From an optimization exercise on the open Yosys and OpenROAD flow, aimed at small area, a short achievable clock period and few clock cycles; shortcuts taken in it are not production practice.
The RTL was checked by simulation tests, not by an equivalence proof against the original design.
Power and IR drop assume default switching activity.

## flow/design.v (module list and top-level ports; edited modules follow where they fit)
// module acd_axu: 428 lines
// module acd_iu: 78 lines
// module acd_clz32: 8 lines
// module acd_clz64: 32 lines
// module acd_mul: 1283 lines
module acd_axu (
    input  wire        clk,
    input  wire        rst,           
    input  wire        in_valid,
    output wire        in_ready,
    input  wire [31:0] in_insn,       
    input  wire [31:0] in_a,          
    input  wire [31:0] in_b,          
    output reg         out_valid,
    output reg         out_wr,        
    output reg         out_illegal,   
    output reg  [7:0]  out_flags,     
    output reg  [31:0] out_data       
);
  // ...
==> flow/flow/run.sh <==
#!/bin/bash
set -euo pipefail
bash standard.sh synth > synth.log 2>&1
bash standard.sh SETUP_SLACK_MARGIN=11.5 finish > layout.log 2>&1
==> flow/standard.sh <==
#!/bin/bash
# synth_recipe.tcl (not shown) runs the flow's synth.tcl, then flattens the netlist and writes it again
# the make line also repeats each setting of config.mk as NAME=value (left out here)
make -C /OpenROAD-flow-scripts/flow DESIGN_CONFIG=/design/flow/config.mk WORK_HOME=/design/flow/orfs CLKGATE_MAP_FILE= SYNTH_SCRIPT=/design/flow/synth_recipe.tcl "${@:-finish}"
==> flow/config.mk <==
export PLATFORM = sky130hd
export DESIGN_NAME = acd_axu
export DESIGN_NICKNAME = acd_axu
export VERILOG_FILES = /design/flow/design.v
export SDC_FILE = /design/flow/constraint.sdc
export NUM_CORES = 8
export LEC_CHECK = 0
export ABC_AREA = 1
export CAP_MARGIN = 30
export CORE_MARGIN = 2
export CORE_UTILIZATION = 70
export SETUP_SLACK_MARGIN = 5
export SLEW_MARGIN = 20
export TNS_END_PERCENT = 5
==> flow/constraint.sdc <==
create_clock -name core_clock -period 16.0 [get_ports {clk}]
set_input_delay 3.2000 -clock core_clock [delete_from_list [all_inputs] [get_ports {clk}]]
set_output_delay 3.2000 -clock core_clock [all_outputs]
set_load 0.01 [all_outputs]
==> flow_metrics.tcl, run 1 <==
set metrics [dict create \
    status "stopped before the end" \
    lastStage "global routing" \
    error "[ERROR GRT-0116] Global routing finished with congestion. Check the congestion regions in the DRC Viewer." \
    initial_core_util 0.7060 \
    ys.flop_type "edfxtp_1" \
    ctsRootBufferMaster "clkbuf_16" \
    grtUsageMet3 0.6872 \
    synth.distinct_cells 83 \
    cts_setup_buffers 253 \
    io_pins 143 \
    synth_top_area_share 0.2324 \
    yosysWarnings 8 \
    post-dp-hpwl_mm 533.0 \
    fp.dieH_um 467.0 \
    grtUsageMet2 0.9367 \
    synth_area_leaders "edfxtp_1 23%, nand2_1 11%, fa_1 8.4%, dfxtp_1 6.3%, nand3_1 6.0%" \
    placed_cell_area_sq_um 154700 \
    grt-busiest-layer "met2" \
    grt_pass1_wl_mm 1299 \
    yosysSeqAreaShare 0.2955 \
    synth_edf_count 1161 \
    syn-cell-area_sq_um 150000 \
    hold_buffers 0 \
    io_buffers 134 \
    synthSimpleGateAreaFrac 0.2249 \
    placedCellCount 22660 \
    h-tree-depth 4 \
    async_reset_ff_frac 0 \
    syn_avg_cell_area_sq_um 7.281 \
    grt_overflow 417 \
    cts.sinks 1634 \
    synth_top_family_by_area "simple AND/OR/NAND/NOR gates" \
    die_w_um 467.0 \
]
Testbench counts, summed over its fixed seeds: cycles 12,524.
==> module acd_axu, before the edit <==
module acd_axu (
    input  wire        clk,
    input  wire        rst,           
    input  wire        in_valid,
    output wire        in_ready,
    input  wire [31:0] in_insn,       
    input  wire [31:0] in_a,          
    input  wire [31:0] in_b,          
    output reg         out_valid,
    output reg         out_wr,        
    output reg         out_illegal,   
    output reg  [7:0]  out_flags,     
    output reg  [31:0] out_data       
);
    localparam DC  = 16;   
    localparam DCW = 4;
    localparam DD  = 8;    
    localparam DDW = 3;
    integer k;
    reg        i0_v;
    reg [31:0] i0_insn, i0_a, i0_b;
    reg        i0_mulhu;
    reg        rdy;
    wire m_free;                       
    assign in_ready = rdy;
    wire take   = in_valid && rdy;
    wire i0_ld  = !i0_v || m_free;     
    always @(posedge clk) begin
        if (i0_ld) begin
            i0_insn  <= in_insn;
            i0_a     <= in_a;
            i0_b     <= in_b;
            i0_mulhu <= (in_insn[31:26] == 6'h0B) && (in_insn[9:0] == 10'h002);
        end
        if (rst)
            i0_v <= 1'b0;
        else if (i0_ld)
            i0_v <= take;
    end
    wire [5:0] d_op = i0_insn[31:26];
    wire [9:0] d_fn = i0_insn[9:0];
    wire d_fas = |i0_insn[19:18];
    wire d_fra = |i0_insn[17:14];
    wire d_frb = |i0_insn[13:10];
    wire d_md  = (d_op == 6'h0B);
    wire d_acc = (d_op == 6'h18);
    wire d_mul   = d_md && d_fn == 10'h000;
    wire d_mulh  = d_md && d_fn == 10'h001;
    wire d_mulhu = d_md && d_fn == 10'h002;
    wire d_divu  = d_md && d_fn == 10'h003;
    wire d_remu  = d_md && d_fn == 10'h004;
    wire d_isqrt = d_md && d_fn == 10'h005;
    wire d_mac  = d_acc && d_fn == 10'h000;
    wire d_msu  = d_acc && d_fn == 10'h001;
    wire d_mpy  = d_acc && d_fn == 10'h002;
    wire d_clr  = d_acc && d_fn == 10'h003;
    wire d_add  = d_acc && d_fn == 10'h004;
    wire d_sub  = d_acc && d_fn == 10'h005;
    wire d_mov  = d_acc && d_fn == 10'h006;
    wire d_sum  = d_acc && d_fn == 10'h007;
    wire d_neg  = d_acc && d_fn == 10'h008;
    wire d_abs  = d_acc && d_fn == 10'h009;
    wire d_sqrt = d_acc && d_fn == 10'h00A;
    wire d_sat  = d_acc && d_fn == 10'h00B;
    wire d_rd   = d_acc && (d_fn == 10'h010 || d_fn == 10'h011 || d_fn == 10'h012);
    wire d_wr   = d_acc && (d_fn == 10'h014 || d_fn == 10'h015 || d_fn == 10'h016);
    wire d_shr  = d_acc && d_fn >= 10'h080 && d_fn <= 10'h0DF;
    wire d_shl  = d_acc && d_fn >= 10'h100 && d_fn <= 10'h15F;
    wire d_uses_as = d_mov || d_sum;
    wire d_uses_ra = d_mac || d_msu || d_mpy || d_add || d_sub ||
                     d_sqrt || d_sat || d_rd || d_wr;
    wire d_uses_rb = d_mac || d_msu || d_mpy;
    wire d_md_known  = d_mul || d_mulh || d_mulhu || d_divu || d_remu || d_isqrt;
    wire d_acc_known = d_mac || d_msu || d_mpy || d_clr || d_add || d_sub ||
                       d_mov || d_sum || d_neg || d_abs || d_sqrt || d_sat ||
                       d_rd || d_wr || d_shr || d_shl;
    wire d_ill = !(d_md_known || d_acc_known) ||
                 (d_isqrt && d_frb) ||
                 (d_acc && ((d_fas && !d_uses_as) || (d_fra && !d_uses_ra) ||
                            (d_frb && !d_uses_rb)));
    wire d_hasdata = !d_ill && (d_md_known || d_sqrt || d_sat || d_rd);
    wire d_iucand  = !d_ill && (d_divu || d_remu || d_isqrt || d_sqrt);
    wire [32:0] mul_a = {!i0_mulhu && i0_a[31], i0_a};
    wire [32:0] mul_b = {!i0_mulhu && i0_b[31], i0_b};
    wire [66:0] mul_s, mul_c;
    acd_mul u_mul (.a(mul_a), .b(mul_b), .s(mul_s), .c(mul_c));
    wire d_anz = |i0_a;
    wire d_bnz = |i0_b;
    wire [5:0] d_lza, d_lzb;
    acd_clz32 u_lza (.v(i0_a), .lz(d_lza));
    acd_clz32 u_lzb (.v(i0_b), .lz(d_lzb));
    wire       d_dimm  = (d_lza > d_lzb);
    wire [5:0] d_ddiff = d_lzb - d_lza;
    reg  [95:0] acc0, acc1, acc2, acc3;
    reg  [63:0] d_acl;
    always @(*) begin
        case (i0_insn[21:20])
            2'd0: d_acl = acc0[63:0];
            2'd1: d_acl = acc1[63:0];
            2'd2: d_acl = acc2[63:0];
            default: d_acl = acc3[63:0];
        endcase
    end
    wire [6:0] d_lzac;
    acd_clz64 u_lzac (.v(d_acl), .lz(d_lzac));
    wire x_acw;                        
    reg  [1:0] m_ac;
    wire d_lzok = !(x_acw && m_ac == i0_insn[21:20]);
    reg [6:0] d_shamt;
    reg [5:0] d_icnt;
    always @(*) begin
        d_shamt = d_shr ? ((d_fn[6:0] == 7'd0) ? 7'd0 : 7'd96 - d_fn[6:0]) : d_fn[6:0];
        d_icnt  = 6'd0;
        if (d_divu || d_remu) begin
            d_shamt = {2'b00, ~d_ddiff[4:0]};
            d_icnt  = d_ddiff + 6'd1;
        end
        if (d_isqrt) begin
            d_shamt = {1'b0, d_lza[5:1], 1'b0} + 7'd32;
            d_icnt  = 6'd16 - {1'b0, d_lza[5:1]};
        end
    end
    reg        m_v;
    reg        m_ill, m_hd, m_iuc;
    reg        m_mul, m_mulhx, m_div, m_rem, m_isqrt;
    reg        m_mac, m_msu, m_mpy, m_clr, m_add, m_sub, m_mov, m_sum;
    reg        m_neg, m_abs, m_sqrt, m_sat, m_rd, m_wr, m_shr, m_shl;
    reg [3:0]  m_aco, m_aso;           
    reg [1:0]  m_w;
    reg [6:0]  m_shamt;                 
    reg [6:0]  m_shn;                   
    reg [5:0]  m_icnt;
    reg [5:0]  m_sqz;                   
    reg [66:0] m_s, m_c;
    reg [31:0] m_a, m_b;
    reg        m_psign, m_pnz, m_anz, m_bnz, m_dimm;
    wire x_stall;
    assign m_free = !m_v || !x_stall;
    always @(posedge clk) begin
        if (m_free) begin
            m_ill   <= d_ill;
            m_hd    <= d_hasdata;
            m_iuc   <= d_iucand;
            m_mul   <= d_mul;
            m_mulhx <= d_mulh || d_mulhu;
            m_div   <= d_divu || d_remu;
            m_rem   <= d_remu;
            m_isqrt <= d_isqrt;
            m_mac   <= d_mac;
            m_msu   <= d_msu;
            m_mpy   <= d_mpy;
            m_clr   <= d_clr;
            m_add   <= d_add;
            m_sub   <= d_sub;
            m_mov   <= d_mov;
            m_sum   <= d_sum;
            m_neg   <= d_neg;
            m_abs   <= d_abs;
            m_sqrt  <= d_sqrt;
            m_sat   <= d_sat;
            m_rd    <= d_rd;
            m_wr    <= d_wr;
            m_shr   <= d_shr;
            m_shl   <= d_shl;
            m_ac    <= i0_insn[21:20];
            for (k = 0; k < 4; k = k + 1) begin
                m_aco[k] <= (i0_insn[21:20] == k);
                m_aso[k] <= (i0_insn[19:18] == k);
            end
            m_w     <= i0_insn[1:0];
            m_shamt <= d_shamt;
            m_shn   <= d_fn[6:0];
            m_icnt  <= d_icnt;
            m_sqz   <= d_lzok ? d_lzac[6:1] : 6'd0;
            m_s     <= mul_s;
            m_c     <= mul_c;
            m_a     <= i0_a;
            m_b     <= i0_b;
            m_psign <= (i0_a[31] ^ i0_b[31]) && d_anz && d_bnz;
            m_pnz   <= d_anz && d_bnz;
            m_anz   <= d_anz;
            m_bnz   <= d_bnz;
            m_dimm  <= d_dimm;
        end
        if (rst)
            m_v <= 1'b0;
        else if (m_free)
            m_v <= i0_v;
    end
    reg [3:0] ac_ovr, ac_ovs, ac_sgn;
    wire [3:0] selc = m_aco & ~ac_ovr;
    wire [3:0] sels = m_aso & ~ac_ovr;
    wire ovc_hi = |(m_aco & ac_ovr & ac_ovs & ac_sgn);      
    wire ovc_lo = |(m_aco & ac_ovr & ac_ovs & ~ac_sgn);     
    wire ovs_hi = |(m_aso & ac_ovr & ac_ovs & ac_sgn);
    wire ovs_lo = |(m_aso & ac_ovr & ac_ovs & ~ac_sgn);
    wire [95:0] acv = ({96{selc[0]}} & acc0) | ({96{selc[1]}} & acc1) |
                      ({96{selc[2]}} & acc2) | ({96{selc[3]}} & acc3) |
                      {ovc_hi, {95{ovc_lo}}};
    wire [95:0] asv = ({96{sels[0]}} & acc0) | ({96{sels[1]}} & acc1) |
                      ({96{sels[2]}} & acc2) | ({96{sels[3]}} & acc3) |
                      {ovs_hi, {95{ovs_lo}}};
    wire [95:0] a96 = {{64{m_a[31]}}, m_a};
    wire        prodop = m_mac || m_mpy || m_mul || m_mulhx;
    wire [95:0] ps96 = {{29{1'b1}}, m_s};
    wire [95:0] pc96 = {29'd0, m_c};
    reg [95:0] wmask, wword;
    always @(*) begin
        case (m_w)
            2'd0: begin wmask = {64'd0, 32'hFFFF_FFFF}; wword = {64'd0, m_a}; end
            2'd1: begin wmask = {32'd0, 32'hFFFF_FFFF, 32'd0}; wword = {32'd0, m_a, 32'd0}; end
            default: begin wmask = {32'hFFFF_FFFF, 64'd0}; wword = {m_a, 64'd0}; end
        endcase
    end
    wire x_inv = m_neg || m_abs;
    wire x_en  = m_mac || m_msu || m_add || m_sub || m_sum || m_neg || m_abs || m_wr;
    wire [95:0] opx = ((acv ^ {96{x_inv}}) & {96{x_en}}) & ~({96{m_wr}} & wmask);
    reg [95:0] opy1, opy2;
    always @(*) begin
        opy1 = 96'd0;
        opy2 = 96'd0;
        if (prodop)          begin opy1 = ps96;  opy2 = pc96;  end
        if (m_msu)           begin opy1 = ~ps96; opy2 = ~pc96; end
        if (m_add)           opy1 = a96;
        if (m_sub)           opy1 = ~a96;
        if (m_sum || m_mov)  opy1 = asv;
        if (m_wr)            opy1 = wword;
    end
    wire csa_cin = m_msu;
    wire add_cin = m_msu || m_sub || x_inv;
    wire [95:0] csa_s = opx ^ opy1 ^ opy2;
    wire [95:0] csa_c = {(opx[94:0] & opy1[94:0]) | (opx[94:0] & opy2[94:0]) |
                         (opy1[94:0] & opy2[94:0]), csa_cin};
    wire [96:0] sum97 = {csa_s, 1'b1} + {csa_c, add_cin};
    wire [95:0] sum   = sum97[96:1];
    reg y_sign;
    always @(*) begin
        y_sign = 1'b0;
        if (m_mac) y_sign = m_psign;
        if (m_msu) y_sign = !m_psign && m_pnz;
        if (m_add) y_sign = m_a[31];
        if (m_sub) y_sign = !m_a[31] && m_anz;
        if (m_sum) y_sign = asv[95];
    end
    wire ovf_en  = m_mac || m_msu || m_add || m_sub || m_sum || m_neg || (m_abs && acv[95]);
    wire add_ovf = ovf_en && (opx[95] == y_sign) && (sum[95] != opx[95]);
    wire [6:0]  sh_n = m_sqrt ? {m_sqz, 1'b0} : m_shamt;
    wire [95:0] sh_in = (m_div || m_isqrt) ? {64'd0, m_a} : acv;
    wire        sh_fill = m_shr && acv[95];
    wire [95:0] sh_1 = sh_n[6] ? {sh_in[31:0], sh_in[95:32]} : sh_in;
    wire [95:0] sh_2 = sh_n[5] ? {sh_1[63:0], sh_1[95:64]} : sh_1;
    wire [95:0] sh_3 = sh_n[4] ? {sh_2[79:0], sh_2[95:80]} : sh_2;
    wire [95:0] sh_4 = sh_n[3] ? {sh_3[87:0], sh_3[95:88]} : sh_3;
    wire [95:0] sh_5 = sh_n[2] ? {sh_4[91:0], sh_4[95:92]} : sh_4;
    wire [95:0] sh_6 = sh_n[1] ? {sh_5[93:0], sh_5[95:94]} : sh_5;
    wire [95:0] sh_7 = sh_n[0] ? {sh_6[94:0], sh_6[95]}    : sh_6;
    reg  [95:0] th;
    reg  [95:0] sh_out;
    always @(*) begin
        for (k = 0; k < 96; k = k + 1)
            th[k] = (k < m_shn);
        for (k = 0; k < 96; k = k + 1) begin
            sh_out[k] = sh_7[k];
            if (m_shl && th[k])      sh_out[k] = 1'b0;
            if (m_shr && th[95 - k]) sh_out[k] = sh_fill;
        end
    end
    reg [94:0] shl_mask;
    always @(*) begin
        for (k = 0; k < 95; k = k + 1)
            shl_mask[k] = ({1'b0, m_shn} >= 8'd95 - k);
    end
    wire shl_ovf = |((acv[94:0] ^ {95{acv[95]}}) & shl_mask);
    wire ac_we = m_mac || m_msu || m_mpy || m_clr || m_add || m_sub || m_mov ||
                 m_sum || m_neg || m_abs || m_wr || m_shr || m_shl;
    wire abs_pos = m_abs && !acv[95];
    wire [95:0] ac_early = (m_shr || m_shl) ? sh_out : acv;
    wire [95:0] ac_wd = (m_shr || m_shl || abs_pos) ? ac_early : sum;
    wire ac_sat  = add_ovf || (m_shl && shl_ovf);
    wire ac_ssgn = m_shl ? acv[95] : opx[95];
    wire sat_hi = !acv[95] && (|acv[94:31]);
    wire sat_lo = acv[95] && !(&acv[94:31]);
    wire [31:0] sat_res = sat_hi ? 32'h7FFF_FFFF : sat_lo ? 32'h8000_0000 : acv[31:0];
    wire [31:0] rd_res = (m_w == 2'd0) ? acv[31:0] : (m_w == 2'd1) ? acv[63:32] : acv[95:64];
    wire sq_neg = acv[95];
    wire sq_big = !acv[95] && (|acv[94:64]);
    wire x_iu  = !m_ill && ((m_div && m_bnz && !m_dimm) || m_isqrt ||
                            (m_sqrt && !sq_neg && !sq_big));
    wire x_iuc = m_iuc;                
    wire x_hd  = m_hd;
    reg [31:0] x_data;
    always @(*) begin
        x_data = rd_res;
        if (m_sat)   x_data = sat_res;
        if (m_sqrt)  x_data = sq_neg ? 32'd0 : 32'hFFFF_FFFF;
        if (m_div)   x_data = m_rem ? m_a : m_bnz ? 32'd0 : 32'hFFFF_FFFF;
        if (m_mul)   x_data = sum[31:0];
        if (m_mulhx) x_data = sum[63:32];
    end
    wire x_aov = !m_ill && (add_ovf || (m_shl && shl_ovf) || (m_sqrt && sq_big));
    wire x_dz  = !m_ill && m_div && !m_bnz;
    wire x_sat = !m_ill && m_sat && (sat_hi || sat_lo);
    wire x_sqn = !m_ill && m_sqrt && sq_neg;
    reg [5:0]     cq [0:DC-1];    
    reg [31:0]    dq [0:DD-1];
    reg [DD-1:0]  dq_ok;
    reg [DCW-1:0] cq_wp, cq_rp;
    reg [DCW:0]   cq_n;
    reg [DDW-1:0] dq_wp, dq_rp;
    reg [DDW:0]   dq_n;
    reg        w_v, w_hd, w_ok;
    reg [4:0]  w_fl;              
    reg [31:0] w_data;
    wire [DCW:0] cq_used = cq_n + (w_v ? 1'b1 : 1'b0);
    wire [DDW:0] dq_used = dq_n + ((w_v && w_hd) ? 1'b1 : 1'b0);
    wire cq_full = (cq_used >= DC);
    wire dq_full = (dq_used >= DD);
    wire [DDW-1:0] x_slot = dq_wp + ((w_v && w_hd) ? 1'b1 : 1'b0);
    wire        e0_busy, e0_fin, e1_busy, e1_fin, e0_wv, e1_wv;
    wire [31:0] e0_res, e1_res;
    wire [DDW-1:0] e0_slot, e1_slot;    
    wire [5:0]  e0_cnt, e1_cnt;
    wire e0_free = !e0_busy || e0_fin;
    wire e1_free = !e1_busy || e1_fin;
    assign x_stall = cq_full || (x_hd && dq_full) || (x_iuc && !e0_free && !e1_free);
    wire x_go = m_v && !x_stall;
    assign x_acw = x_go && !m_ill && ac_we;
    wire go0 = x_go && x_iu && e0_free;
    wire go1 = x_go && x_iu && !e0_free;
    wire [5:0] cq_head = cq[cq_rp];
    wire       pop = (cq_n != 0) && (!cq_head[5] || dq_ok[dq_rp]);
    wire       w_dpush = w_v && w_hd;
    always @(posedge clk) begin
        w_hd   <= x_hd;
        w_ok   <= !x_iu;
        w_fl   <= {m_ill, x_sqn, x_sat, x_dz, x_aov};
        w_data <= x_data;
        if (w_v)
            cq[cq_wp] <= {w_hd, w_fl};
        for (k = 0; k < DD; k = k + 1) begin
            if (e0_wv && e0_slot == k)
                dq[k] <= e0_res;
            else if (e1_wv && e1_slot == k)
                dq[k] <= e1_res;
            else if (w_dpush && dq_wp == k)
                dq[k] <= w_data;
        end
        if (rst) begin
            w_v <= 1'b0;
            cq_wp <= 0; cq_rp <= 0; cq_n <= 0;
            dq_wp <= 0; dq_rp <= 0; dq_n <= 0;
            dq_ok <= 0;
            out_valid <= 1'b0;
        end else begin
            w_v <= x_go;
            for (k = 0; k < DD; k = k + 1) begin
                if ((e0_wv && e0_slot == k) || (e1_wv && e1_slot == k))
                    dq_ok[k] <= 1'b1;
                else if (w_dpush && dq_wp == k)
                    dq_ok[k] <= w_ok;
                else if (pop && cq_head[5] && dq_rp == k)
                    dq_ok[k] <= 1'b0;
            end
            if (w_v) cq_wp <= cq_wp + 1'b1;
            if (pop) cq_rp <= cq_rp + 1'b1;
            cq_n <= cq_n + (w_v ? 1'b1 : 1'b0) - (pop ? 1'b1 : 1'b0);
            if (w_dpush) dq_wp <= dq_wp + 1'b1;
            if (pop && cq_head[5]) dq_rp <= dq_rp + 1'b1;
            dq_n <= dq_n + (w_dpush ? 1'b1 : 1'b0)
                         - ((pop && cq_head[5]) ? 1'b1 : 1'b0);
            out_valid <= pop;
        end
        out_wr      <= cq_head[5];
        out_illegal <= cq_head[4];
        out_flags   <= {cq_head[3], 4'd0, cq_head[2:0]};
        out_data    <= dq[dq_rp];
    end
    always @(posedge clk) begin
        if (x_acw) begin
            if (m_aco[0]) acc0 <= ac_wd;
            if (m_aco[1]) acc1 <= ac_wd;
            if (m_aco[2]) acc2 <= ac_wd;
            if (m_aco[3]) acc3 <= ac_wd;
        end
        if (rst) begin
            ac_ovr <= 4'hF;
            ac_ovs <= 4'h0;
        end else if (x_acw) begin
            for (k = 0; k < 4; k = k + 1)
                if (m_aco[k]) begin
                    ac_ovr[k] <= ac_sat;
                    ac_ovs[k] <= 1'b1;
                    ac_sgn[k] <= ac_ssgn;
                end
        end
    end
    wire [33:0] e_r = m_div ? {2'd0, sh_out[63:32]} : 34'd0;
    wire [63:0] e_x = m_div ? {sh_out[31:0], 32'd0} : sh_out[63:0];
    wire [5:0]  e_cnt = m_sqrt ? 6'd32 - m_sqz : m_icnt;
    acd_iu #(.SW(DDW)) u_e0 (
        .clk(clk), .rst(rst), .start(go0), .div_i(m_div), .rem_i(m_rem),
        .r_i(e_r), .x_i(e_x), .b_i(m_b), .cnt_i(e_cnt), .slot_i(x_slot),
        .busy(e0_busy), .fin(e0_fin), .wv(e0_wv), .res(e0_res), .slot(e0_slot), .cnt(e0_cnt));
    acd_iu #(.SW(DDW)) u_e1 (
        .clk(clk), .rst(rst), .start(go1), .div_i(m_div), .rem_i(m_rem),
        .r_i(e_r), .x_i(e_x), .b_i(m_b), .cnt_i(e_cnt), .slot_i(x_slot),
        .busy(e1_busy), .fin(e1_fin), .wv(e1_wv), .res(e1_res), .slot(e1_slot), .cnt(e1_cnt));
    wire n_i0_v = i0_ld ? take : i0_v;
    wire n_m_v  = m_free ? i0_v : m_v;
    wire n_hd   = m_free ? d_hasdata : x_hd;
    wire n_iuc  = m_free ? d_iucand : x_iuc;
    wire [DCW:0] n_cq_n = cq_n + (w_v ? 1'b1 : 1'b0) - (pop ? 1'b1 : 1'b0);
    wire [DDW:0] n_dq_n = dq_n + (w_dpush ? 1'b1 : 1'b0)
                               - ((pop && cq_head[5]) ? 1'b1 : 1'b0);
    wire [DCW:0] n_cq_used = n_cq_n + (x_go ? 1'b1 : 1'b0);
    wire [DDW:0] n_dq_used = n_dq_n + ((x_go && x_hd) ? 1'b1 : 1'b0);
    wire go_short = (e_cnt <= 6'd3);
    wire n_e0_free = go0 ? go_short : (!e0_busy || e0_fin || (e0_cnt <= 6'd6));
    wire n_e1_free = go1 ? go_short : (!e1_busy || e1_fin || (e1_cnt <= 6'd6));
    wire n_stall = (n_cq_used >= DC) || (n_hd && n_dq_used >= DD) ||
                   (n_iuc && !n_e0_free && !n_e1_free);
    always @(posedge clk) begin
        if (rst)
            rdy <= 1'b1;
        else
            rdy <= !n_i0_v || !n_m_v || !n_stall;
    end
endmodule
==> module acd_iu, before the edit <==
module acd_iu #(parameter SW = 3) (
    input  wire          clk,
    input  wire          rst,
    input  wire          start,
    input  wire          div_i,
    input  wire          rem_i,
    input  wire [33:0]   r_i,
    input  wire [63:0]   x_i,
    input  wire [31:0]   b_i,
    input  wire [5:0]    cnt_i,
    input  wire [SW-1:0] slot_i,
    output reg           busy,
    output wire          fin,
    output reg           wv,         
    output reg  [31:0]   res,
    output reg  [SW-1:0] slot,
    output reg  [5:0]    cnt         
);
    reg        dv, rm;
    reg [SW-1:0] eslot;
    reg [33:0] r;
    reg [63:0] x;
    reg [31:0] q;
    reg [31:0] b;
    wire [37:0] rp1 = dv ? {3'd0, r, x[63]}    : {2'd0, r, x[63:62]};
    wire [37:0] u2  = dv ? {2'd0, r, x[63:62]} : {r, x[63:60]};
    wire [37:0] t1  = dv ? {6'd0, b} : {4'd0, q, 2'b01};
    wire [37:0] t2a = dv ? {6'd0, b} : {3'd0, q, 3'b001};
    wire [37:0] t2b = dv ? {6'd0, b} : {3'd0, q, 3'b101};
    wire [37:0] kt1 = dv ? {5'd0, b, 1'b0} : {2'd0, q, 4'b0100};
    wire [37:0] d1  = rp1 - t1;
    wire [37:0] d2a = u2 - t2a;
    wire [37:0] d2b = u2 - kt1 - t2b;
    wire g1  = !d1[37];
    wire g2  = g1 ? !d2b[37] : !d2a[37];
    wire [37:0] d1n = dv ? {d1[36:0], x[62]} : {d1[35:0], x[61:60]};
    wire [37:0] r2  = g1 ? (g2 ? d2b : d1n) : (g2 ? d2a : u2);
    wire [37:0] r1  = g1 ? d1 : rp1;
    wire [31:0] q2  = {q[29:0], g1, g2};
    wire [37:0] rp3 = dv ? {r2[36:0], x[61]} : {r2[35:0], x[59:58]};
    wire [37:0] t3  = dv ? {6'd0, b} : {4'd0, q2, 2'b01};
    wire [37:0] d3  = rp3 - t3;
    wire g3  = !d3[37];
    wire [37:0] r3  = g3 ? d3 : rp3;
    wire three = (cnt >= 6'd3);
    wire two   = (cnt == 6'd2);
    wire [33:0] r_n = three ? r3[33:0] : two ? r2[33:0] : r1[33:0];
    wire [31:0] q_n = three ? {q[28:0], g1, g2, g3} : two ? q2 : {q[30:0], g1};
    wire [63:0] x_n = three ? (dv ? {x[60:0], 3'b000} : {x[57:0], 6'd0})
                            : (dv ? {x[61:0], 2'b00}  : {x[59:0], 4'd0});
    assign fin = busy && (cnt <= 6'd3);
    wire [31:0] res_n = (cnt == 6'd0) ? 32'd0 : (dv && rm) ? r_n[31:0] : q_n;
    always @(posedge clk) begin
        r   <= start ? r_i : r_n;
        q   <= start ? 32'd0 : q_n;
        x   <= start ? x_i : x_n;
        cnt <= start ? cnt_i : three ? cnt - 6'd3 : 6'd0;
        res  <= res_n;
        slot <= eslot;
        if (start) begin
            dv    <= div_i;
            rm    <= rem_i;
            b     <= b_i;
            eslot <= slot_i;
        end
        if (rst) begin
            busy <= 1'b0;
            wv   <= 1'b0;
        end else
            wv   <= fin;
        if (rst)
            busy <= 1'b0;
        else if (start)
            busy <= 1'b1;
        else if (fin)
            busy <= 1'b0;
    end
endmodule
==> inputs of run 2 (changes only) <==
--- a/flow/design.v
+++ b/flow/design.v
@@ -93,4 +93,5 @@
     wire [5:0] d_ddiff = d_lzb - d_lza;
     reg  [95:0] acc0, acc1, acc2, acc3;
+    reg  [3:0]  ac_ovr, ac_ovs, ac_sgn;    
     reg  [63:0] d_acl;
     always @(*) begin
@@ -172,5 +173,5 @@
             m_shn   <= d_fn[6:0];
             m_icnt  <= d_icnt;
-            m_sqz   <= d_lzok ? d_lzac[6:1] : 6'd0;
+            m_sqz   <= !d_lzok ? 6'd0 : ac_ovr[i0_insn[21:20]] ? 6'd32 : d_lzac[6:1];
             m_s     <= mul_s;
             m_c     <= mul_c;
@@ -188,5 +189,4 @@
             m_v <= i0_v;
     end
-    reg [3:0] ac_ovr, ac_ovs, ac_sgn;
     wire [3:0] selc = m_aco & ~ac_ovr;
     wire [3:0] sels = m_aso & ~ac_ovr;
@@ -415,7 +415,7 @@
     wire [DCW:0] n_cq_used = n_cq_n + (x_go ? 1'b1 : 1'b0);
     wire [DDW:0] n_dq_used = n_dq_n + ((x_go && x_hd) ? 1'b1 : 1'b0);
-    wire go_short = (e_cnt <= 6'd3);
-    wire n_e0_free = go0 ? go_short : (!e0_busy || e0_fin || (e0_cnt <= 6'd6));
-    wire n_e1_free = go1 ? go_short : (!e1_busy || e1_fin || (e1_cnt <= 6'd6));
+    wire go_short = (e_cnt <= 6'd2);
+    wire n_e0_free = go0 ? go_short : (!e0_busy || e0_fin || (e0_cnt <= 6'd4));
+    wire n_e1_free = go1 ? go_short : (!e1_busy || e1_fin || (e1_cnt <= 6'd4));
     wire n_stall = (n_cq_used >= DC) || (n_hd && n_dq_used >= DD) ||
                    (n_iuc && !n_e0_free && !n_e1_free);
@@ -465,17 +465,9 @@
     wire [37:0] r2  = g1 ? (g2 ? d2b : d1n) : (g2 ? d2a : u2);
     wire [37:0] r1  = g1 ? d1 : rp1;
-    wire [31:0] q2  = {q[29:0], g1, g2};
-    wire [37:0] rp3 = dv ? {r2[36:0], x[61]} : {r2[35:0], x[59:58]};
-    wire [37:0] t3  = dv ? {6'd0, b} : {4'd0, q2, 2'b01};
-    wire [37:0] d3  = rp3 - t3;
-    wire g3  = !d3[37];
-    wire [37:0] r3  = g3 ? d3 : rp3;
-    wire three = (cnt >= 6'd3);
-    wire two   = (cnt == 6'd2);
-    wire [33:0] r_n = three ? r3[33:0] : two ? r2[33:0] : r1[33:0];
-    wire [31:0] q_n = three ? {q[28:0], g1, g2, g3} : two ? q2 : {q[30:0], g1};
-    wire [63:0] x_n = three ? (dv ? {x[60:0], 3'b000} : {x[57:0], 6'd0})
-                            : (dv ? {x[61:0], 2'b00}  : {x[59:0], 4'd0});
-    assign fin = busy && (cnt <= 6'd3);
+    wire two = (cnt >= 6'd2);
+    wire [33:0] r_n = two ? r2[33:0] : r1[33:0];
+    wire [31:0] q_n = two ? {q[29:0], g1, g2} : {q[30:0], g1};
+    wire [63:0] x_n = dv ? {x[61:0], 2'b00} : {x[59:0], 4'd0};
+    assign fin = busy && (cnt <= 6'd2);
     wire [31:0] res_n = (cnt == 6'd0) ? 32'd0 : (dv && rm) ? r_n[31:0] : q_n;
     always @(posedge clk) begin
@@ -483,5 +475,5 @@
         q   <= start ? 32'd0 : q_n;
         x   <= start ? x_i : x_n;
-        cnt <= start ? cnt_i : three ? cnt - 6'd3 : 6'd0;
+        cnt <= start ? cnt_i : two ? cnt - 6'd2 : 6'd0;
         res  <= res_n;
         slot <= eslot;
==> flow/flow/run.sh (replaced) <==
#!/bin/bash
set -uo pipefail
bash standard.sh synth > synth.log 2>&1 || exit 1
for u in 45 38 30; do
    if bash standard.sh SETUP_SLACK_MARGIN=11.5 CORE_UTILIZATION=$u finish > layout_u$u.log 2>&1; then
        exit 0
    fi
    bash standard.sh clean_floorplan clean_place clean_cts clean_route clean_finish > clean_u$u.log 2>&1
done
exit 1
--- a/flow/config.mk
+++ b/flow/config.mk
@@ -9,5 +9,5 @@
 export CAP_MARGIN = 30
 export CORE_MARGIN = 2
-export CORE_UTILIZATION = 70
+export CORE_UTILIZATION = 45
 export SETUP_SLACK_MARGIN = 5
 export SLEW_MARGIN = 20
==> run 2 against run 1 <==
The run now finishes clean. Area after synthesis decreased by 4.8%. Synthesized cell count is 5.8% lower.
==> flow_metrics.tcl, run 2 <==
set metrics [dict create \
    status "timing/DRC/antenna clean" \
    max_stage_delay_ns 0.49 \
    switchingPower_mw 20.10 \
    async_reset_ff_frac 0 \
    cap_viol_max_count 0 \
    crit_buf_inv 8 \
    internal-power_mw 17.87 \
    nNetsFinal 21120 \
    layout.cells.non_filler 24430 \
    wl_met1_mm 310.8 \
    core.rowCount 206 \
    cts_tree "built" \
    fin_ws_ns 10.54 \
    initial_core_util 0.4527 \
    tightestPinTransition_ns 1.254 \
    drt_pre_antenna_iters 10 \
    routed-wl-met2_mm 336.3 \
    crit_path_top_delay_cell "xnor2_2" \
    largest_reg_flops 256 \
    hold_viol 0 \
    synth.distinct_cells 72 \
    cp_top_family "compound AO/OA/AOI/OAI gates" \
    synth_top_area_share 0.2445 \
    final_common_cell "nand2_1" \
    ant_nets 0 \
    cts.sinks 1634 \
    finalSetupTns_ns 0 \
    crit_path_frequent_cell "buf_4" \
    ctsRootBufferMaster "clkbuf_16" \
    placed_cell_area_sq_um 148800 \
    cp-end-kind "register" \
    grt_max_degree 176 \
    wl_per_cell_um 36.04 \
    grt_pass1_wl_mm 1157 \
    drt_first_iter_violations 27980 \
    clk_pin_slew_ns 0.07 \
    syn_inst 19410 \
    syn_avg_cell_area_sq_um 7.358 \
    holdCritPathClass "register to register" \
    place_ws_ns 7.516 \
    p_seq_frac 0.174 \
    drc 0 \
    synth_top_area_cell "edfxtp_1" \
    setup_violations 0 \
    area_delta_synth_final_pct 25.89 \
    slew_headroom 0.1606 \
    io_pins 143 \
    total_leakage_power_nw 75.81 \
    synth_most_common_cell "nand2_1" \
    most-common-layout-cells "3973 x nand2_1, 2054 x nand3_1, 1875 x inv_1" \
    final_core_util 0.5698 \
    yosysSeqAreaShare 0.3106 \
    top_layer_used "met5" \
    fp.dieH_um 567.3 \
    critPathKind "register to register" \
    pwr-share-clk 0.123 \
    io_buffers 134 \
    rsz0062_at_grt "true" \
    ys.flop_type "edfxtp_1" \
    post-dp-hpwl_mm 599.0 \
    fin_crit_sh 0.3412 \
    clock_path_buffers 4 \
    drv_slew 0 \
    yosysWarnings 8 \
    synth_edf_count 1163 \
    placedCellCount 22960 \
    finClkSkew_ns 0.1551 \
    hold_buffers 0 \
    synth.top_cells.by_count "4330 x nand2_1, 2166 x nand3_1, 2117 x inv_1" \
    cp_cell_sequence "buf_12 -> inv_4 -> nand3_4 -> buf_12 -> buf_4 -> buf_16 -> a21oi_2 -> a21oi_1 -> o21ai_1 -> o211ai_1 -> nand3_1 -> o21ai_1 -> inv_1 -> fa_1 -> fa_2 -> o21ai_4 -> a21oi_4 -> buf_4 -> o21ai_4 -> a21oi_4 -> buf_4 -> xnor2_2 -> nand2_1 -> nand3_2" \
    regMostFlops "dq" \
    h-tree-depth 4 \
    syn-cell-area_sq_um 142800 \
    period_needed_ns 5.460 \
    hold_ws_ns 0.3438 \
    die_area_sq_um 321900 \
    die_w_um 567.3 \
    p_per_area_nw_per_um2 211.2 \
    cts_made_buffers 191 \
    wl_mm 880.5 \
    viasPerCell 6.649 \
    grt_overflow 0 \
    gp_congestion 1.118 \
    p_sw_frac 0.5293 \
    ir_worst_vdd_uv 637.8 \
    path_max_fanout 8 \
    synth_area_leaders "edfxtp_1 24%, nand2_1 11%, fa_1 8.8%, nand3_1 7.6%, dfxtp_1 6.6%" \
    core-area_sq_um 315500 \
    startpoint_type "register" \
    grt_pass1_vias 143700 \
    fin_area_sq_um 179800 \
    ys_ff_latch 1634 \
    critical_path_arrival_ns 6.20 \
    grt_use_total 0.5142 \
    comb_power_share 0.702 \
    dr_wl_met3_mm 142.4 \
    drive_gt1_frac 0.1854 \
    clk_latency_ns 0.99 \
    clock.fmax_mhz 183.2 \
    p_total_mw 37.97 \
    antenna_found_initial 126 \
    crit_required_ns 16.74 \
    vias 162400 \
]
## run 2: power groups by stage
stage                     clock network (mW)  registers, mW  logic [mW]
after detailed placement                   0           6.63        20.7
after floorplan                            0           6.35        11.6
final                                   4.67           6.62        26.7
after CTS                               4.66           6.57        23.3
after global placement                     0           6.63        20.4
after global routing                    4.82           6.64        27.5
## run 2: path summary, 6_finish.rpt
| kind | endpoint | cells after the start | slack, ns | start |
|---|---|---|---|---|
| worst max-delay path | acc3[17] | 24 | 10.54 | m_mul |
| worst max register to register | acc3[17] | 24 | 10.54 | m_mul |
| worst min register to register | u_e0.slot[1] | 0 | 0.34 | u_e0.eslot[1] |
| worst min-delay path | u_e0.slot[1] | 0 | 0.34 | u_e0.eslot[1] |
## run 2: cells by family (layout without fill, tap and decap cells)
group,Yosys count,in the layout,synth area share
fa+ha+maj,1047,1047,0.1246
buf+inv,3412,4126,0.09297
other cells,1,136,0.00002626
xor+xnor,780,780,0.04784
simple gates,8085,8097,0.2397
flops,1634,1634,0.3106
compound gates,4414,4414,0.1818
mux,35,35,0.002471
## run 2: final cells by class
cell class                      count  area (sq um)
Fill cell                       29270        135700
Tap cell                         4160          5205
Sequential cell                  1634         44360
Antenna cell                      132         330.3
Timing Repair Buffer             1571         18490
Timing Repair inverter             12         137.6
Clock buffer                      245          5210
Clock inverter                    111          1335
Multi-Input combinational cell  14380         95890
Inverter                         2187          8818
## run 2: what timing repair did
item | 4_1_cts | 5_1_grt
resized for setup | 2303 | 968
cloned | 101 | 60
hold endpoints to repair | 0 | 0
pin swaps | 353 | 316
setup buffers | 534 | 278
endpoints found under the setup margin | 1563 | 1522
## run 2: metal layers
metal / GRT usage / vias to the layer above
met5: 0.01398 / -
met4: 0.4110 / 67
met3: 0.2139 / 3655
met2: 0.6888 / 14050
met1: 0.6421 / 77330
li1: - / 67340
Testbench counts of run 2, summed over its fixed seeds: cycles 13,439.
==> inputs of run 3 (changes only) <==
==> flow/flow/run.sh (replaced) <==
#!/bin/bash
set -uo pipefail
bash standard.sh synth > synth.log 2>&1 || exit 1
for u in 52 45 38; do
    if bash standard.sh SETUP_SLACK_MARGIN=11 CORE_UTILIZATION=$u finish > layout_u$u.log 2>&1; then
        exit 0
    fi
    bash standard.sh clean_floorplan clean_place clean_cts clean_route clean_finish > clean_u$u.log 2>&1
done
exit 1
--- a/flow/config.mk
+++ b/flow/config.mk
@@ -9,5 +9,5 @@
 export CAP_MARGIN = 30
 export CORE_MARGIN = 2
-export CORE_UTILIZATION = 45
+export CORE_UTILIZATION = 52
 export SETUP_SLACK_MARGIN = 5
 export SLEW_MARGIN = 20
==> run 3 against run 2 <==
Final area decreased by 6.4%. Total power down 11%. Highest routed layer unchanged. Die area is 13% lower. Non-clock buffer count fell by 543. Core utilization up 4.6 points. Clock skew down 0.070 ns. Count of clock-buffer cells in the layout fell by 16. Critical endpoint is now acc1[21]. Global-route usage increased by 4.4 points. Critical path depth decreased by 4. Still clean on timing, DRC and antenna. Sequential share of layout area increased by 1.7 points. Maximum frequency shrank 6.6%.
==> flow_metrics.tcl, run 3 <==
set metrics [dict create \
    status "timing/DRC/antenna clean" \
    crit_path_top_delay_cell "inv_1" \
    die_area_sq_um 278800 \
    crit_required_ns 16.66 \
    clk_pin_slew_ns 0.06 \
    ctsRootBufferMaster "clkbuf_16" \
    p_seq_frac 0.195 \
    syn-cell-area_sq_um 142800 \
    pwr-share-clk 0.129 \
    grt_overflow 0 \
    area_delta_synth_final_pct 17.84 \
    period_needed_ns 5.846 \
    ant_nets 0 \
    clk_latency_ns 0.96 \
    path_max_fanout 7 \
    grt_pass1_vias 144500 \
    synth_top_area_cell "edfxtp_1" \
    setup_violations 0 \
    io_pins 143 \
    drt_pre_antenna_iters 13 \
    largest_reg_flops 256 \
    max_stage_delay_ns 0.99 \
    startpoint_type "register" \
    place_ws_ns 7.502 \
    rsz0062_at_grt "true" \
    drive_gt1_frac 0.1322 \
    crit_path_frequent_cell "inv_2" \
    initial_core_util 0.5224 \
    drt_first_iter_violations 28720 \
    internal-power_mw 15.93 \
    synth_most_common_cell "nand2_1" \
    holdCritPathClass "register to register" \
    critPathKind "register to register" \
    cp_cell_sequence "inv_1 -> a21oi_1 -> o21ai_1 -> o211ai_1 -> o311ai_4 -> o21ai_1 -> inv_2 -> fa_1 -> inv_2 -> ha_4 -> a21o_1 -> a21oi_4 -> inv_2 -> a21oi_2 -> inv_1 -> nand2_1 -> nand2_2 -> xor2_1 -> nand2_1 -> nand3_1" \
    final_common_cell "nand2_1" \
    synth_edf_count 1163 \
    yosysWarnings 8 \
    drv_slew 0 \
    fp.dieH_um 528.1 \
    io_buffers 134 \
    ys.flop_type "edfxtp_1" \
    hold_buffers 0 \
    post-dp-hpwl_mm 567.7 \
    most-common-layout-cells "4099 x nand2_1, 2089 x nand3_1, 1999 x inv_1" \
    gp_congestion 1.144 \
    synth_area_leaders "edfxtp_1 24%, nand2_1 11%, fa_1 8.8%, nand3_1 7.6%, dfxtp_1 6.6%" \
    cts_made_buffers 183 \
    cp-end-kind "register" \
    p_per_area_nw_per_um2 199.9 \
    placed_cell_area_sq_um 147500 \
    tightestPinTransition_ns 1.356 \
    yosysSeqAreaShare 0.3106 \
    core.rowCount 192 \
    async_reset_ff_frac 0 \
    fin_ws_ns 10.15 \
    viasPerCell 6.865 \
    fin_crit_sh 0.3654 \
    drc 0 \
    antenna_found_initial 106 \
    regMostFlops "dq" \
    wl_per_cell_um 34.68 \
    synth.top_cells.by_count "4330 x nand2_1, 2166 x nand3_1, 2117 x inv_1" \
    ir_worst_vdd_uv 420.1 \
    grt_pass1_wl_mm 1099 \
    nNetsFinal 20550 \
    switchingPower_mw 17.70 \
    final_core_util 0.6156 \
    finalSetupTns_ns 0 \
    synth_top_area_share 0.2445 \
    clock.fmax_mhz 171.1 \
    comb_power_share 0.676 \
    ys_ff_latch 1634 \
    syn_avg_cell_area_sq_um 7.358 \
    cap_viol_max_count 0 \
    holdCritStartpoint "u_e0.eslot[0]" \
    core-area_sq_um 273400 \
    reg2reg_from "m_a[4]" \
    cp-startpoint "m_a[4]" \
    h-tree-depth 4 \
    syn_inst 19410 \
    grt_max_degree 147 \
    total_leakage_power_nw 71.38 \
    hold_viol 0 \
    vias 159700 \
    clock_path_buffers 4 \
    wl_mm 807.0 \
    synth.distinct_cells 72 \
    cts.sinks 1634 \
    slew_headroom 0.09502 \
    p_sw_frac 0.5263 \
    grt_use_total 0.5579 \
    p_total_mw 33.64 \
    die_w_um 528.1 \
    finClkSkew_ns 0.08475 \
    fin_area_sq_um 168300 \
    cts_tree "built" \
    critical_path_arrival_ns 6.51 \
]
==> run 3: cell count changes in the layout (fill, tap and decap cells not counted), sizes merged, moves of 2 or more <==
cell	delta
clkinvlp	-4
diode	-9
buf	-493
clkinv	+4
inv	-4
nor2	-2
nand2	-8
bufinv	-8
clkbuf	-65
==> run 3: final cells by class <==
class / count / area, sq um
flip-flops and latches: 1634 / 44360
repair buffers: 1028 / 11860
well taps: 3589 / 4491
inverters: 2187 / 8640
diodes: 123 / 307.8
repair inverters: 6 / 45.04
clock buffers: 229 / 4962
fillers: 24510 / 105100
clock inverters: 105 / 1060
multi-input cells: 14370 / 92560
==> run 3: worst paths after layout <==
check	to	slack, ns	cells after the start
max reg2reg	acc1[21]	10.15	20
min reg2reg	u_e0.slot[0]	0.34	0
min	u_e0.slot[0]	0.34	0
max	acc1[21]	10.15	20
==> run 3: metal layers <==
metal	GRT usage	wire [um]
met1	0.6547	269400
met2	0.7457	308300
met3	0.2657	133600
met4	0.4975	94150
met5	0.04156	1569
==> run 3: logic make-up after synthesis <==
family / Yosys count / synth area share
other: 1 / 0.00002626
adder cells (fa/ha/maj): 1047 / 0.1246
flip-flops: 1634 / 0.3106
multiplexers: 35 / 0.002471
AND/OR/NAND/NOR: 8085 / 0.2397
XOR/XNOR: 780 / 0.04784
buffers and inverters: 3412 / 0.09297
AO/OA/AOI/OAI: 4414 / 0.1818
==> run 3: timing repair <==
action / CTS / global route
cloned: 64 / 2
endpoints found under the setup margin: 1337 / 975
resized for setup: 1937 / 197
setup buffers: 352 / 45
pin swaps: 327 / 94
==> run 3: power by group through the flow <==
stage / combinational (mW) / clock, mW / sequential (mW)
2_1_floorplan: 11.6 / 0 / 6.35
6_report: 22.7 / 4.34 / 6.58
3_3_place_gp: 19.1 / 0 / 6.58
5_1_grt: 23.7 / 4.47 / 6.59
3_5_place_dp: 19.3 / 0 / 6.59
4_1_cts: 20.9 / 4.32 / 6.53
==> run 3: metrics by stage <==
| step | instances | hold slack (ns) |
|---|---|---|
| after floorplan | 19410 | 0.3233 |
| after detailed placement | 22340 | 0.3293 |
| after global placement | 22300 | 0.3247 |
| after CTS | 23090 | 0.3353 |
| after global routing | 23190 | 0.3424 |
| final | 23270 | 0.3370 |
==> run 3: worst max-delay path, delay by kind of cell, from the launching register on <==
family,cells,cell delay [ns]
AND/OR/NAND/NOR,4,1.08
AO/OA/AOI/OAI,8,1.70
XOR/XNOR,1,0.42
buffers and inverters,5,1.37
flip-flops,1,0.39
adder cells (fa/ha/maj),2,0.65
==> inputs of run 4 (changes only) <==
--- a/flow/flow/run.sh
+++ b/flow/flow/run.sh
@@ -2,5 +2,5 @@
 set -uo pipefail
 bash standard.sh synth > synth.log 2>&1 || exit 1
-for u in 52 45 38; do
+for u in 57 50 43; do
     if bash standard.sh SETUP_SLACK_MARGIN=11 CORE_UTILIZATION=$u finish > layout_u$u.log 2>&1; then
         exit 0
--- a/flow/config.mk
+++ b/flow/config.mk
@@ -9,5 +9,5 @@
 export CAP_MARGIN = 30
 export CORE_MARGIN = 2
-export CORE_UTILIZATION = 52
+export CORE_UTILIZATION = 57
 export SETUP_SLACK_MARGIN = 5
 export SLEW_MARGIN = 20
==> run 4 against run 3 <==
Synthesized cell count unchanged. Global-route usage decreased by 3.3 points. Critical path type unchanged. Clock power increased by 3%.
==> flow_metrics.tcl, run 4 <==
set metrics [dict create \
    status "timing/DRC/antenna clean" \
    finalSetupTns_ns 0 \
    critPathKind "register to register" \
    core-area_sq_um 284700 \
    cp-end-kind "register" \
    period_needed_ns 5.750 \
    grt_overflow 0 \
    holdCritStartpoint "u_e1.eslot[2]" \
    clk_latency_ns 0.97 \
    drv_slew 0 \
    fp.dieH_um 538.4 \
    fin_area_sq_um 171300 \
    holdCritPathClass "register to register" \
    h-tree-depth 4 \
    yosysSeqAreaShare 0.3106 \
    crit_required_ns 16.79 \
    cp-startpoint "m_aco[1]" \
    wl_per_cell_um 34.32 \
    cts_made_buffers 186 \
    grt_max_degree 161 \
    crit_path_top_delay_cell "o211ai_1" \
    viasPerCell 6.728 \
    synth.distinct_cells 72 \
    core.rowCount 196 \
    rsz0062_at_grt "true" \
    die_area_sq_um 289900 \
    clock.fmax_mhz 173.9 \
    antenna_found_initial 108 \
    total_leakage_power_nw 72.43 \
    critical_path_arrival_ns 6.54 \
    drive_gt1_frac 0.1456 \
    syn_avg_cell_area_sq_um 7.358 \
    drt_first_iter_violations 27180 \
    cts.sinks 1634 \
    ys.flop_type "edfxtp_1" \
    startpoint_type "register" \
    grt_use_total 0.5250 \
    nNetsFinal 20710 \
    cap_viol_max_count 0 \
    ir_worst_vdd_uv 638.2 \
    regMostFlops "dq" \
    largest_reg_flops 256 \
    hold_viol 0 \
    drt_pre_antenna_iters 8 \
    area_delta_synth_final_pct 19.95 \
    synth_edf_count 1163 \
    clock_path_buffers 4 \
    synth_area_leaders "edfxtp_1 24%, nand2_1 11%, fa_1 8.8%, nand3_1 7.6%, dfxtp_1 6.6%" \
    ys_ff_latch 1634 \
    ant_nets 0 \
    setup_violations 0 \
    fin_ws_ns 10.25 \
    synth_most_common_cell "nand2_1" \
    finClkSkew_ns 0.1088 \
    drc 0 \
    clk_pin_slew_ns 0.06 \
    wl_mm 809.1 \
    fin_crit_sh 0.3594 \
    max_stage_delay_ns 1.13 \
    hold_ws_ns 0.3159 \
    async_reset_ff_frac 0 \
    reg2reg_from "m_aco[1]" \
    grt_pass1_vias 140000 \
    grt_pass1_wl_mm 1077 \
    syn-cell-area_sq_um 142800 \
    cp_cell_sequence "buf_12 -> inv_4 -> nor2_4 -> buf_12 -> buf_16 -> nand2_1 -> nand2_1 -> nor2_1 -> nand2_4 -> clkinv_4 -> nor2_4 -> buf_6 -> inv_1 -> o211ai_1 -> nand2_1 -> nand2_1" \
    layout.cells.non_filler 23580 \
    slew_headroom 0.1308 \
    p_per_area_nw_per_um2 205.0 \
    io_pins 143 \
    synth_top_area_share 0.2445 \
    crit_path_frequent_cell "nand2_1" \
    synth_top_area_cell "edfxtp_1" \
    die_w_um 538.4 \
    gp_congestion 1.170 \
    ctsRootBufferMaster "clkbuf_16" \
    syn_inst 19410 \
    yosysWarnings 8 \
    place_ws_ns 6.787 \
    vias 158600 \
    placedCellCount 22500 \
    final_common_cell "nand2_1" \
    path_max_fanout 69 \
    tightestPinTransition_ns 1.302 \
    cts_tree "built" \
    post-dp-hpwl_mm 562.0 \
    most-common-layout-cells "4079 x nand2_1, 2093 x nand3_1, 1968 x inv_1" \
    initial_core_util 0.5016 \
    placed_cell_area_sq_um 147700 \
    io_buffers 134 \
    synth.top_cells.by_count "4330 x nand2_1, 2166 x nand3_1, 2117 x inv_1" \
]
## run 4: report_power, final
part / switching (mW) / total [mW] / internal (mW)
sequential: 0.553 / 6.59 / 6.04
combinational: 16.0 / 24.0 / 8.04
clock: 1.95 / 4.49 / 2.54
## run 4: metrics by stage
| stage | util | total power [mW] |
|---|---|---|
| finish | 0.6016 | 35.12 |
| global route | 0.6010 | 36.26 |
| CTS | 0.5765 | 32.48 |
| detailed placement | 0.5186 | 26.91 |
| global placement | 0.5172 | 26.61 |
| floorplan | - | 17.98 |
## run 4: area by class of cell
class | instances | area [sq um]
clock buffer | 237 | 5066
timing repair inverter | 9 | 80.08
tap | 3762 | 4707
inverter | 2187 | 8752
clock inverter | 98 | 1134
multi-input combinational | 14370 | 93340
timing repair buffer | 1173 | 13590
fill | 26000 | 113400
sequential | 1634 | 44370
antenna | 103 | 257.7
## run 4: kinds of logic (layout without fill, tap and decap cells)
logic type | after synthesis | count (layout) | share of synthesized area
compound gates | 4414 | 4414 | 0.1818
xor+xnor | 780 | 780 | 0.04784
fa+ha+maj | 1047 | 1047 | 0.1246
buf+inv | 3412 | 3704 | 0.09297
flops | 1634 | 1634 | 0.3106
mux | 35 | 35 | 0.002471
other cells | 1 | 107 | 0.00002626
simple gates | 8085 | 8092 | 0.2397
## run 4: final timing paths
path                  end  slack, ns  cells past startpoint
max              acc2[81]      10.25                     16
min          u_e1.slot[2]       0.32                      0
max reg2reg      acc2[81]      10.25                     16
min reg2reg  u_e1.slot[2]       0.32                      0
## run 4: critical path: cells and delay by family (launching register included)
family                 cells  cell delay, ns
AND/OR/NAND/NOR            8            1.77
buffers and inverters      7            2.09
AO/OA/AOI/OAI              1            1.13
flip-flops                 1            0.40
## run 4: timing repair
action / CTS / global route
hold buffers: 0 / 0
buffers inserted: 299 / 216
gates resized for setup: 1508 / 895
pin swaps: 184 / 240
cloned: 53 / 53
endpoints found under the setup margin: 1186 / 1039
## run 4: metal layers
layer	part of all wire	up-vias	GRT usage
li1	-	66390	-
met1	0.35	75040	0.6497
met2	0.38	13560	0.7065
met3	0.17	3543	0.2356
met4	0.10	76	0.4016
met5	0.0019	-	0.01562
==> inputs of run 5 (changes only) <==
--- a/flow/flow/run.sh
+++ b/flow/flow/run.sh
@@ -2,5 +2,5 @@
 set -uo pipefail
 bash standard.sh synth > synth.log 2>&1 || exit 1
-for u in 57 50 43; do
+for u in 52 45 38; do
     if bash standard.sh SETUP_SLACK_MARGIN=11 CORE_UTILIZATION=$u finish > layout_u$u.log 2>&1; then
         exit 0
--- a/flow/config.mk
+++ b/flow/config.mk
@@ -7,8 +7,8 @@
 export LEC_CHECK = 0
 export ABC_AREA = 1
-export CAP_MARGIN = 30
+export CAP_MARGIN = 40
 export CORE_MARGIN = 2
-export CORE_UTILIZATION = 57
+export CORE_UTILIZATION = 52
 export SETUP_SLACK_MARGIN = 5
-export SLEW_MARGIN = 20
+export SLEW_MARGIN = 40
 export TNS_END_PERCENT = 5
==> run 5 against run 4 <==
Sequential power hardly changed. First-iteration DRC count is 6.3% higher. Flip-flop and latch count stayed put. Worst setup slack better by 0.023 ns. Sequential share of layout area is 0.41 points higher. Routed wire length is 0.63% lower. Highest routed layer unchanged. Total power is 3.6% lower.
==> flow_metrics.tcl, run 5 <==
set metrics [dict create \
    wl_mm 804.0 \
    syn_avg_cell_area_sq_um 7.358 \
    path_max_fanout 15 \
    h-tree-depth 4 \
    synth_top_area_share 0.2445 \
    reg2reg_from "m_aco[1]" \
    core-area_sq_um 273400 \
    wl_per_cell_um 34.56 \
    syn-cell-area_sq_um 142800 \
    placedCellCount 22320 \
    slew_headroom 0.2959 \
    synth_most_common_cell "nand2_1" \
    ys_ff_latch 1634 \
    comb_power_share 0.677 \
    drc 0 \
    ys.flop_type "edfxtp_1" \
    cts.sinks 1634 \
    post-dp-hpwl_mm 565.6 \
    startpoint_type "register" \
    setup_violations 0 \
    ant_nets 0 \
    critical_path_arrival_ns 6.42 \
    p_sw_frac 0.5245 \
    finalSetupTns_ns 0 \
    p_per_area_nw_per_um2 200.8 \
    yosysWarnings 8 \
    fin_crit_sh 0.3580 \
    async_reset_ff_frac 0 \
    grt_max_degree 147 \
    holdCritPathClass "register to register" \
    regMostFlops "dq" \
    grt_pass1_wl_mm 1084 \
    fp.dieH_um 528.1 \
    syn_inst 19410 \
    crit_path_frequent_cell "nand2_1" \
    final_core_util 0.6167 \
    synth.top_cells.by_count "4330 x nand2_1, 2166 x nand3_1, 2117 x inv_1" \
    gp_congestion 1.144 \
    cts_tree "built" \
    synth_edf_count 1163 \
    io_pins 143 \
    drive_gt1_frac 0.1376 \
    cp_top_family "simple AND/OR/NAND/NOR gates" \
    pwr-share-clk 0.129 \
    largest_reg_flops 256 \
    clk_latency_ns 0.98 \
    hold_viol 0 \
    finClkSkew_ns 0.1129 \
    status "timing/DRC/antenna clean" \
    crit_cells 23 \
    cp-end-kind "register" \
    period_needed_ns 5.727 \
    switchingPower_mw 17.75 \
    cp_cell_sequence "buf_4 -> nand4_1 -> nand2_1 -> nor2_4 -> buf_12 -> buf_12 -> nand2_1 -> buf_12 -> clkinvlp_4 -> nand2_2 -> a21oi_4 -> fa_1 -> ha_4 -> nand2_1 -> nor2_1 -> inv_1 -> nor2_2 -> nand2_1 -> o21a_1 -> nand2_4 -> nor2_1 -> o21ai_0 -> nand2_2" \
    synth_top_area_cell "edfxtp_1" \
    nNetsFinal 20550 \
    crit_required_ns 16.69 \
    grt_overflow 0 \
    regToRegSetupSlack_ns 10.27 \
    cts_made_buffers 183 \
    ctsRootBufferMaster "clkbuf_16" \
    crit_path_top_delay_cell "o21ai_0" \
    tightestPinTransition_ns 1.056 \
    p_seq_frac 0.195 \
    most-common-layout-cells "4085 x nand2_1, 2097 x nand3_1, 1978 x inv_1" \
    cp-startpoint "m_aco[1]" \
    vias 159700 \
    synth_area_leaders "edfxtp_1 24%, nand2_1 11%, fa_1 8.8%, nand3_1 7.6%, dfxtp_1 6.6%" \
    grt_use_total 0.5496 \
    antenna_found_initial 111 \
    layout.cells.non_filler 23270 \
    drv_slew 0 \
    cap_viol_max_count 0 \
    critPathKind "register to register" \
    drt_pre_antenna_iters 12 \
    crit_buf_inv 6 \
    final_common_cell "nand2_1" \
    io_buffers 134 \
    synth.distinct_cells 72 \
    ir_worst_vdd_uv 412.3 \
    viasPerCell 6.863 \
    die_area_sq_um 278800 \
    clock.fmax_mhz 174.6 \
    drt_first_iter_violations 28880 \
    internal-power_mw 16.10 \
    min_path_cells 0 \
    initial_core_util 0.5224 \
    holdCritStartpoint "u_e0.eslot[0]" \
    clk_pin_slew_ns 0.07 \
    max_stage_delay_ns 0.56 \
    grt_pass1_vias 142700 \
    area_delta_synth_final_pct 18.05 \
    clock_path_buffers 4 \
    total_leakage_power_nw 71.31 \
    yosysSeqAreaShare 0.3106 \
    rsz0062_at_grt "true" \
    die_w_um 528.1 \
    r2r.worst_path.cells 23 \
    core.rowCount 192 \
]
run 5: area by class of cell:
class,count,area (sq um)
Clock inverter,101,1060
Timing Repair inverter,3,23.77
Multi-Input combinational cell,14370,93090
Inverter,2187,8661
Timing Repair Buffer,1024,11580
Sequential cell,1634,44360
Antenna cell,128,320.3
Tap cell,3589,4491
Clock buffer,233,5002
Fill cell,24530,104800
run 5: worst reg2reg max path, stage by stage (launching register included):
cell and delay [ns]:
edfxtp_1 0.44, buf_4 0.19, nand4_1 0.08, nand2_1 0.11
nor2_4 0.18, buf_12 0.19, buf_12 0.21, nand2_1 0.14
buf_12 0.19, clkinvlp_4 0.25, nand2_2 0.11, a21oi_4 0.28
fa_1 0.51, ha_4 0.32, nand2_1 0.10, nor2_1 0.14
inv_1 0.11, nor2_2 0.26, nand2_1 0.17, o21a_1 0.27
nand2_4 0.13, nor2_1 0.06, o21ai_0 0.56, nand2_2 0.47
run 5: cell families (layout without fill, tap and decap cells):
kind of cell             count (synthesis)  count (layout)  share of synthesized area
AO/OA/AOI/OAI                         4414            4414                     0.1818
XOR/XNOR                               780             780                    0.04784
adder cells (fa/ha/maj)               1047            1047                     0.1246
buffers and inverters                 3412            3548                    0.09297
flip-flops                            1634            1634                     0.3106
multiplexers                            35              35                   0.002471
other                                    1             132                 0.00002626
AND/OR/NAND/NOR                       8085            8087                     0.2397
run 5: metal layers:
metal  vias up  global-route usage  wire length [um]
met5         -            0.007619               847
met4        56              0.4783             93550
met3      4216              0.2525            132300
met2     14670              0.7423            308700
met1     74630              0.6517            268600
li1      66090                   -                 -
run 5: final timing paths:
path | end
max | w_data[18]
min | u_e0.slot[0]
max reg2reg | w_data[18]
min reg2reg | u_e0.slot[0]
run 5: power groups by stage:
stage / logic (mW) / clock network [mW] / registers, mW
6_report: 22.9 / 4.36 / 6.59
5_1_grt: 24.0 / 4.48 / 6.61
4_1_cts: 20.8 / 4.33 / 6.53
3_5_place_dp: 19.3 / 0 / 6.59
3_3_place_gp: 19.1 / 0 / 6.58
2_1_floorplan: 11.6 / 0 / 6.35
run 5: through the flow:
stage                     power (mW)  area (sq um)  hold slack (ns)  setup slack (ns)
final                          33.85        168600           0.3328             10.27
after global routing           35.06        168400           0.3425             10.32
after floorplan                17.98        142900           0.3233             10.20
after global placement         25.69        147000           0.3247             7.498
after detailed placement       25.93        147500           0.3293             7.668
after CTS                      31.61        164500           0.3326             10.65
run 5: timing repair:
item / CTS / global route
cloned: 46 / 21
resized for setup: 1722 / 511
buffers inserted: 282 / 129
hold buffers: 0 / 0
pin swaps: 262 / 199
endpoints found under the setup margin: 1210 / 1019
==> inputs of run 6 (changes only) <==
--- a/flow/config.mk
+++ b/flow/config.mk
@@ -7,8 +7,8 @@
 export LEC_CHECK = 0
 export ABC_AREA = 1
-export CAP_MARGIN = 40
+export CAP_MARGIN = 50
 export CORE_MARGIN = 2
 export CORE_UTILIZATION = 52
 export SETUP_SLACK_MARGIN = 5
-export SLEW_MARGIN = 40
+export SLEW_MARGIN = 60
 export TNS_END_PERCENT = 5
==> run 6 against run 5 <==
Register-to-register slack better by 0.09 ns. Core utilization increased by 1.4 points. Synthesized cell count stayed put. Sequential share of layout area down 0.59 points. Non-clock buffer count is 139 higher. Clock skew is 0.016 ns lower. Worst setup slack improved by 0.092 ns. Area after synthesis did not move. Flip-flop and latch count unchanged. Critical path type unchanged. Largest cell class unchanged.
==> flow_metrics.tcl, run 6 <==
set metrics [dict create \
    status "timing/DRC/antenna clean" \
    synth.distinct_cells 72 \
    nNetsFinal 20690 \
    synthMuxAreaShare 0.002471 \
    cts.sinks 1634 \
    startpoint_type "register" \
    syn_avg_cell_area_sq_um 7.358 \
    drt_pre_antenna_iters 14 \
    finalSetupTns_ns 0 \
    holdCritPathClass "register to register" \
    wl_per_cell_um 34.57 \
    ys_ff_latch 1634 \
    antenna_found_initial 112 \
    total_leakage_power_nw 72.72 \
    synth.top_cells.by_count "4330 x nand2_1, 2166 x nand3_1, 2117 x inv_1" \
    viasPerCell 6.888 \
    cp-end-kind "register" \
    path_max_fanout 35 \
    p_per_area_nw_per_um2 199.9 \
    placed_cell_area_sq_um 149700 \
    hold_viol 0 \
    synth_most_common_cell "nand2_1" \
    synth_area_leaders "edfxtp_1 24%, nand2_1 11%, fa_1 8.8%, nand3_1 7.6%, dfxtp_1 6.6%" \
    ys.flop_type "edfxtp_1" \
    pwr-share-clk 0.131 \
    ant_nets 0 \
    synth_top_area_share 0.2445 \
    gp_congestion 1.144 \
    switchingPower_mw 18.08 \
    synth_top_area_cell "edfxtp_1" \
    finClkSkew_ns 0.09664 \
    largest_reg_flops 256 \
    hold_buffers 0 \
    synth_xor_area_frac 0.04784 \
    ir_worst_vdd_uv 536.6 \
    period_needed_ns 5.635 \
    area_delta_synth_final_pct 20.77 \
    clk_pin_slew_ns 0.06 \
    grt_pass1_vias 145200 \
    drt_first_iter_violations 29280 \
    tightestPinTransition_ns 1.027 \
    grt_pass1_wl_mm 1098 \
    cts_tree "built" \
    most-common-layout-cells "4039 x nand2_1, 2085 x nand3_1, 1958 x inv_1" \
    clk_latency_ns 0.97 \
    setup_violations 0 \
    synth_edf_count 1163 \
    io_pins 143 \
    clock.fmax_mhz 177.5 \
    synth_fa_ha_area_frac 0.1246 \
    grt_use_total 0.5560 \
    cap_viol_max_count 0 \
    fp.dieH_um 528.1 \
    critical_path_arrival_ns 6.41 \
    crit_required_ns 16.78 \
    p_sw_frac 0.5244 \
    yosysWarnings 8 \
    fin_area_sq_um 172500 \
    die_area_sq_um 278800 \
    core-area_sq_um 273400 \
    drive_gt1_frac 0.1556 \
    wl_mm 809.7 \
    regMostFlops "dq" \
    drc 0 \
    async_reset_ff_frac 0 \
    p_seq_frac 0.191 \
    clock_path_buffers 4 \
    die_w_um 528.1 \
    synthSimpleGateAreaFrac 0.2397 \
    ctsRootBufferMaster "clkbuf_16" \
    post-dp-hpwl_mm 568.2 \
]
## run 6: cell families (layout without fill, tap and decap cells)
| group | after synthesis | after routing |
|---|---|---|
| and+or+nand+nor | 8085 | 8086 |
| DFF | 1634 | 1634 |
| muxes | 35 | 35 |
| other | 1 | 137 |
| AOI/OAI and AO/OA | 4414 | 4414 |
| buffers and inverters | 3412 | 3700 |
| xor gates and xnor gates | 780 | 780 |
| adders and majority gates | 1047 | 1047 |
## run 6: layer usage
layer / routed length [um] / up-vias / global-route usage
li1: - / 66390 / -
met1: 268500 / 75320 / 0.6507
met2: 310300 / 15020 / 0.7443
met3: 134700 / 4522 / 0.2700
met4: 94450 / 83 / 0.4910
met5: 1701 / - / 0.03446
## run 6: critical path, stage by stage, from the launching register on
cell,delay [ns]
edfxtp_1,0.39
buf_12,0.13
inv_4,0.04
nor2_4,0.18
buf_12,0.24
bufbuf_16,0.35
nand2_1,0.07
nand2_1,0.07
nor2_1,0.08
nand2_4,0.45
nor2_4,0.11
buf_4,0.25
inv_1,0.34
buf_4,0.48
nand2_1,0.15
inv_2,0.07
buf_4,0.31
buf_4,0.59
nand2_1,0.41
o211ai_1,0.36
buf_4,0.25
## run 6: path summary, 6_finish.rpt
path / depth (start not counted) / slack (ns) / from / end
worst min register to register: 0 / 0.33 / u_e0.eslot[0] / u_e0.slot[0]
worst max-delay path: 20 / 10.37 / m_aco[0] / acc1[1]
worst max register to register: 20 / 10.37 / m_aco[0] / acc1[1]
worst min-delay path: 0 / 0.33 / u_e0.eslot[0] / u_e0.slot[0]
## run 6: layout make-up
class	instances	area, sq um
fill	23770	100900
clock inverter	109	1166
timing repair buffer	1163	13670
inverter	2187	8751
multi-input combinational	14370	94420
sequential	1634	44380
tap	3589	4491
timing repair inverter	4	50.05
antenna	133	332.8
clock buffer	237	5213
## run 6: per-stage QoR
step	setup slack, ns	hold WS [ns]	total power, mW	cells	util
final	10.37	0.3306	34.47	23420	0.6309
after global routing	10.53	0.3439	35.40	23320	0.6299
after CTS	10.81	0.3295	32.19	23160	0.6179
after detailed placement	8.034	0.3293	26.20	22380	0.5477
after global placement	7.498	0.3247	25.69	22300	0.5378
after floorplan	10.20	0.3233	17.98	19410	-
## run 6: power groups by stage
| stage | Combinational [mW] | Sequential (mW) | Clock, mW |
|---|---|---|---|
| 2_1_floorplan | 11.6 | 6.35 | 0 |
| 3_3_place_gp | 19.1 | 6.58 | 0 |
| 3_5_place_dp | 19.6 | 6.60 | 0 |
| 4_1_cts | 21.2 | 6.53 | 4.49 |
| 5_1_grt | 24.1 | 6.61 | 4.65 |
| 6_report | 23.4 | 6.59 | 4.51 |
## run 6: what timing repair did
item | 4_1_cts | 5_1_grt
hold endpoints to repair | 0 | 0
pin swaps | 355 | 215
setup endpoints to repair | 936 | 739
gates resized for setup | 1818 | 422
cloned | 65 | 7
buffers inserted | 372 | 98

Setup slack of run 6, layout unchanged: 10.365 ns with ideal ports, 10.365 ns with driving cells assumed (clock clkbuf_16, inputs buf_2), 10.365 ns with port delays also shifted by the 1.036 ns mid clock arrival.
